What follows belongs to an exercise in optimizing a design on an open flow for small area, a short achievable clock period and few clock cycles per item; a production flow would make more cautious choices.
RTL that was checked went through simulation tests only; none was proved equivalent to the original.
Power and IR drop assume default switching activity.

## mdu36
module mdu36 (
    input  wire        clk,
    input  wire        rst,
    input  wire        start,
    input  wire [3:0]  op,
    input  wire        ctm,
    input  wire [35:0] a,
    input  wire [35:0] b,
    input  wire [71:0] c,
    output wire        ready,
    output reg         done,
    output wire [35:0] result,
    output wire [35:0] result_hi,
    output reg         dz,
    output reg         ovf,
    output reg         trap
);
Settings: LEC_CHECK=0, CAP_MARGIN=20, CORE_MARGIN=2, CORE_UTILIZATION=40, SETUP_SLACK_MARGIN=5, SLEW_MARGIN=20, TNS_END_PERCENT=20; clock period 13.0 ns.
run.sh (not shown) runs the stock make flow with config.mk's settings and CLKGATE_MAP_FILE= SYNTH_SCRIPT=/design/flow/synth_recipe.tcl, a recipe that flattens the netlist after the stock synthesis.
Testbench counts at the start, summed over its fixed seeds: cycles 24,010, ops 16,000.
==> next run, changes <==
==> flow/flow/run.sh (new file) <==
#!/bin/bash
set -euo pipefail
bash standard.sh BUFFER_PORTS_ARGS="-buffer_cell sky130_fd_sc_hd__buf_2" finish > standard_flow.log 2>&1
==> flow/standard.sh (new file) <==
#!/bin/bash
# synth_recipe.tcl (not shown) runs the flow's synth.tcl, then flattens the netlist and writes it again
# the make line also repeats each setting of config.mk as NAME=value (left out here)
make -C /OpenROAD-flow-scripts/flow DESIGN_CONFIG=/design/flow/config.mk WORK_HOME=/design/flow/orfs CLKGATE_MAP_FILE= SYNTH_SCRIPT=/design/flow/synth_recipe.tcl "${@:-finish}"
TNS_END_PERCENT = unset   (was 20)
removed: flow/run.sh
What happened: Sequential cell count stays the same; sequential share of layout area came out higher by 0.16 points; utilization drops by 0.64 points; total power came out lower by 2.6%; cell area goes down by 1.4%; wire length decreases by 1.1%; setup slack gets better by 340 ps; via count hardly moves.
==> next run, changes <==
==> flow/run.sh (new file) <==
#!/bin/bash
# synth_recipe.tcl (not shown) runs the flow's synth.tcl, then flattens the netlist and writes it again
# the make line also repeats each setting of config.mk as NAME=value (left out here)
make -C /OpenROAD-flow-scripts/flow DESIGN_CONFIG=/design/flow/config.mk WORK_HOME=/design/flow/orfs CLKGATE_MAP_FILE= SYNTH_SCRIPT=/design/flow/synth_recipe.tcl finish
GPL_ROUTABILITY_DRIVEN = 0   (was unset)
removed: flow/flow/run.sh
removed: flow/standard.sh
Die area is unchanged.
Clock skew fell by 38 ps.
Non-clock buffer count increases by 1.
Final area climbs by 1.6%.
Setup slack improved by 20 ps.

========
== red ==
Starting RTL as in the previous note.
==> flow/config.mk <==
export PLATFORM = sky130hd
export DESIGN_NAME = mdu36
export DESIGN_NICKNAME = mdu36
export VERILOG_FILES = /design/flow/design.v
export SDC_FILE = /design/flow/constraint.sdc
export NUM_CORES = 4
export LEC_CHECK = 0
export CAP_MARGIN = 20
export CORE_MARGIN = 2
export CORE_UTILIZATION = 40
export SETUP_SLACK_MARGIN = 5
export SLEW_MARGIN = 20
==> flow/constraint.sdc <==
create_clock -name core_clock -period 13.0 [get_ports {clk}]
set_input_delay 2.6000 -clock core_clock [delete_from_list [all_inputs] [get_ports {clk}]]
set_output_delay 2.6000 -clock core_clock [all_outputs]
set_load 0.01 [all_outputs]
Stock flow here: none of the scripts above is used.
Testbench counts of red, summed over its fixed seeds: cycles 24,010, ops 16,000.
Input changes introduced in blue (baseline for comparison: red):
Settings: CORE_UTILIZATION: 40 -> 55.
[summary]
blue reports its critical path capture point as result[31] while red reports result[28]. Of the two values seen for start point of the critical path, sq_r was produced by blue and ps[0] by red. Taking red as the reference, in blue antenna diode instance count now smaller; achievable clock frequency now smaller; die area now smaller.
Input-level comparison between green and blue:
Settings: CORE_UTILIZATION: 55 -> 40; TNS_END_PERCENT: unset -> 0.
### Flow results
- Across blue and green, the outcome is the same: a clean finish for every run.
- blue -> green: hold slack flat
- Ratio of total power to cell area: blue and green compared, lower one is blue
- The core of green is less densely filled than that of blue.
- Clock power (lower): green
- [compare] base=blue new=green: portion of total power attributed to the clock network saw little to no change, final total power now sits at about the same level, reported net switching power moved up.
- Status: fraction of power consumed by combinational cells parity (green, blue)
- In green relative to blue, final weighted congestion in routability-driven placement had gone down slightly.

========
mdu36, a different RTL version from the one above (not shown whole).
Size: ~230 I/O pins.
export LEC_CHECK = 0
export CAP_MARGIN = 20
export CORE_MARGIN = 2
export CORE_UTILIZATION = 40
export SETUP_SLACK_MARGIN = 3
export SLEW_MARGIN = 20
create_clock -name core_clock -period 13.0 [get_ports {clk}]
Next try:
- SETUP_SLACK_MARGIN: 3 -> not set
What happened: Fmax falls by 17%. Final cell count hardly moves. Clock power stays flat. Power rises by 0.34%. Design area falls by 1.3%. Clock skew falls by 0.014 ns. Sequential share of layout area rises by 0.14 points. Non-clock buffer count falls by 19.
No functional check of the RTL was part of any run of this note.

========
mdu36 with an RTL version that a note above also has.
Size in the first run: ~7300 cells after synthesis, roughly 350 flip-flops, about 230 I/O pins.
clock: 13.0 ns
lec_check: 0
cap_margin: 20
core_margin: 2
core_utilization: 40
place_density: 0.75
setup_slack_margin: 5
slew_margin: 20
The baseline went through all stages and came out clean.
Testbench counts at the start, summed over its fixed seeds: cycles 24,010, ops 16,000.
Change:
--- a/flow/config.mk
+++ b/flow/config.mk
@@ -6,8 +6,7 @@
 export NUM_CORES = 4
 export LEC_CHECK = 0
-export CAP_MARGIN = 20
+export CAP_MARGIN = 0
 export CORE_MARGIN = 2
 export CORE_UTILIZATION = 40
-export PLACE_DENSITY = 0.75
 export SETUP_SLACK_MARGIN = 5
-export SLEW_MARGIN = 20
+export SLEW_MARGIN = 0
Outcome:
- wire length rises slightly
- count of clock-buffer cells in the layout falls by 1
- power rises slightly
- sequential cell count stays the same
- design area hardly moves
- die area does not change
- combinational power barely changes
- first-iteration DRC count falls by about a fifth
Change:
==> flow/flow/run.sh (new file) <==
#!/bin/bash
set -euo pipefail
bash standard.sh BUFFER_PORTS_ARGS="-buffer_cell sky130_fd_sc_hd__buf_2" SETUP_SLACK_MARGIN=5.5 finish > standard_flow.log 2>&1
==> flow/standard.sh (new file) <==
#!/bin/bash
# synth_recipe.tcl (not shown) runs the flow's synth.tcl, then flattens the netlist and writes it again
# the make line also repeats each setting of config.mk as NAME=value (left out here)
make -C /OpenROAD-flow-scripts/flow DESIGN_CONFIG=/design/flow/config.mk WORK_HOME=/design/flow/orfs CLKGATE_MAP_FILE= SYNTH_SCRIPT=/design/flow/synth_recipe.tcl "${@:-finish}"
--- a/flow/config.mk
+++ b/flow/config.mk
@@ -6,7 +6,7 @@
 export NUM_CORES = 4
 export LEC_CHECK = 0
-export CAP_MARGIN = 0
+export CAP_MARGIN = 20
 export CORE_MARGIN = 2
 export CORE_UTILIZATION = 40
 export SETUP_SLACK_MARGIN = 5
-export SLEW_MARGIN = 0
+export SLEW_MARGIN = 20
removed: flow/run.sh
After rerunning:
- The changed run ran to the end with no violations
- area after synthesis is unchanged
- worst setup slack gains 0.37 ns
- maximum frequency increases by 4.9%
- total power increases by 2.3%
- design area increases by 2.6%
- cell count increases by 1.4%
- routed wire length increases by 0.34%
- via count increases by 1.5%
- die area does not change
- global-route usage decreases by 0.18 points
Change:
==> flow/flow/run.sh (replaced) <==
#!/bin/bash
set -euo pipefail
bash standard.sh BUFFER_PORTS_ARGS="-buffer_cell sky130_fd_sc_hd__buf_4" SETUP_SLACK_MARGIN=5.5 finish > standard_flow.log 2>&1
Worst hold slack gets better by 0.0082 ns. Power stays flat. Cell area fell by 0.86%. First-iteration DRC count fell by 8.6%. Via count fell by 1.2%.
Change:
==> flow/run.sh (new file) <==
#!/bin/bash
# synth_recipe.tcl (not shown) runs the flow's synth.tcl, then flattens the netlist and writes it again
# the make line also repeats each setting of config.mk as NAME=value (left out here)
make -C /OpenROAD-flow-scripts/flow DESIGN_CONFIG=/design/flow/config.mk WORK_HOME=/design/flow/orfs CLKGATE_MAP_FILE= SYNTH_SCRIPT=/design/flow/synth_recipe.tcl finish
--- a/flow/config.mk
+++ b/flow/config.mk
@@ -8,5 +8,5 @@
 export CAP_MARGIN = 20
 export CORE_MARGIN = 2
-export CORE_UTILIZATION = 40
+export CORE_UTILIZATION = 35
 export SETUP_SLACK_MARGIN = 5
 export SLEW_MARGIN = 20
removed: flow/flow/run.sh
removed: flow/standard.sh
The new run completed with no timing, DRC or antenna violations; worst setup slack loses 0.43 ns; count of clock-buffer cells in the layout rose by 5; routed wire length fell by 0.71%; clock power fell by about 8%; cell area fell by 0.87%; synthesized cell count stays the same; power fell by 2.4%.

========
mdu36, a different RTL version from the one above (not shown whole).
For scale: about 360 flip-flops, roughly 0.070 mm^2 of cells after synthesis.
==> flow/design.v (excerpt) <==
module mdu36 (
    input  wire        clk,
    input  wire        rst,
    input  wire        start,
    input  wire [3:0]  op,
    input  wire        ctm,
    input  wire [35:0] a,
    input  wire [35:0] b,
    input  wire [71:0] c,
    output wire        ready,
    output reg         done,
    output wire [35:0] result,
    output wire [35:0] result_hi,
    output reg         dz,
    output reg         ovf,
    output reg         trap
);
    reg         busy;
    assign ready = ~busy;
    wire        acc = start & ~busy;
    wire in_mul    = ~op[3];
    wire in_msgn   = (op == 4'd1) | (op == 4'd2) | (op == 4'd4);
    wire in_mac    = (op == 4'd4) | (op == 4'd5);
    wire in_mulq   = (op == 4'd1);
    wire in_sqrt   = (op[3:1] == 3'b111);
    wire in_signed = op[3] & ~op[0] & ~(op[2] & op[1]);        
    wire in_trapop = op[3] & op[2] & ~op[1];                   
    wire in_rem    = op[3] & ~op[2] & op[1];                   
    wire [37:0] mx = {{2{in_msgn & a[35]}}, a};           
    wire [38:0] my = {{2{in_msgn & b[35]}}, b, 1'b0};     
    wire [18:0] bone, btwo, bneg;
    genvar gj;
    generate
        for (gj = 0; gj < 19; gj = gj + 1) begin : g_booth
            wire y0 = my[2*gj];
            wire y1 = my[2*gj+1];
            wire y2 = my[2*gj+2];
            assign bone[gj] = y0 ^ y1;
            assign btwo[gj] = (y2 & ~y1 & ~y0) | (~y2 & y1 & y0);
            assign bneg[gj] = y2;
        end
    endgenerate
    wire [37:0] pp0 = (({38{bone[0]}} & mx) | ({38{btwo[0]}} & {mx[36:0], 1'b0})) ^ {38{bneg[0]}};
  ...
Settings: LEC_CHECK=0, CAP_MARGIN=20, CORE_MARGIN=2, CORE_UTILIZATION=40, SETUP_SLACK_MARGIN=3, SLEW_MARGIN=20; clock period 13.0 ns.
Stock flow here: none of the scripts above is used.
Testbench counts at the start, summed over its fixed seeds: cycles 24,010, ops 16,000.
Edit:
Settings changed: SETUP_SLACK_MARGIN 3 to 4.5.
Global-route usage increases by 3.1 points.
Via count came out higher by 1.8%.
Worst setup slack is better by 1.7 ns.
Clock skew goes down by 0.017 ns.
Combinational power rises by about 6%.
Power climbs by 5.2%.
Clock-buffer cell count is higher by 6.
Cell area came out higher by 4.7%.
Clock power rises by about 4%.
Flip-flop and latch count is unchanged.
Synthesized cell count is unchanged.

port drivers added, routing unchanged:
The flow's constraints put no driver on any port. The routed layouts listed below were extracted and timed again, unchanged, in two steps. Step 1 sets driving cells, clkbuf_16 on the clock port and buf_2 on the other inputs (assumed; they add their load-dependent delay and slew). Step 2 adds t to the input delays and takes it off the output delays; t is the mean of the earliest and latest rising clock arrival at the registers after step 1. Input paths then give back, and output paths get back, about the clock's delay inside the block. Slacks: ideal ports / drivers / drivers and shift; pairs: ideal ports / drivers.
run | t (ns) | slack for setup (ns) | worst setup path at the end | slew at the worst register clock pin (ns) | worst slew at a driven data input, ns
the first run of note 1 | 0.746 | 4.671 / 4.589 / 4.240 | input to register | 0.09 / 0.09 | 0.19
the second run of note 1 | 0.780 | 5.011 / 4.939 / 4.556 | input to register | 0.10 / 0.10 | 0.21
the third run of note 1 | 0.728 | 5.031 / 4.949 / 4.427 | input to register | 0.08 / 0.08 | 0.20
red | 0.746 | 5.110 / 5.026 / 4.444 | input to register | 0.09 / 0.09 | 0.19
blue | 0.722 | 4.992 / 4.907 / 4.452 | input to register | 0.07 / 0.07 | 0.08
green | 0.744 | 4.635 / 4.552 / 4.216 | input to register | 0.09 / 0.09 | 0.18
the first run of note 3 | 0.692 | 3.074 / 3.065 / 2.373 | input to register | 0.08 / 0.08 | 0.18
the second run of note 3 | 0.708 | 1.083 / 1.083 / 1.083 | register to register | 0.08 / 0.08 | 0.29
the first run of note 4 | 0.747 | 4.877 / 4.799 / 4.454 | input to register | 0.07 / 0.07 | 0.18
the second run of note 4 | 0.751 | 5.001 / 4.921 / 4.420 | input to register | 0.09 / 0.09 | 0.19
the third run of note 4 | 0.748 | 5.373 / 5.292 / 4.870 | input to register | 0.08 / 0.08 | 0.21
the fourth run of note 4 | 0.760 | 5.371 / 5.371 / 4.887 | input to register | 0.10 / 0.10 | 0.21
the fifth run of note 4 | 0.750 | 4.941 / 4.855 / 4.411 | input to register | 0.07 / 0.07 | 0.12
the first run of note 5 | 0.752 | 2.815 / 2.733 / 2.780 | input to register | 0.07 / 0.07 | 0.34
the second run of note 5 | 0.753 | 4.481 / 4.392 / 3.977 | input to register | 0.07 / 0.07 | 0.10
After both steps every run listed still meets setup and hold. For the first run of note 3, which loses most, drivers alone change the setup slack by -0.009 ns; drivers and shift together by -0.701 ns.
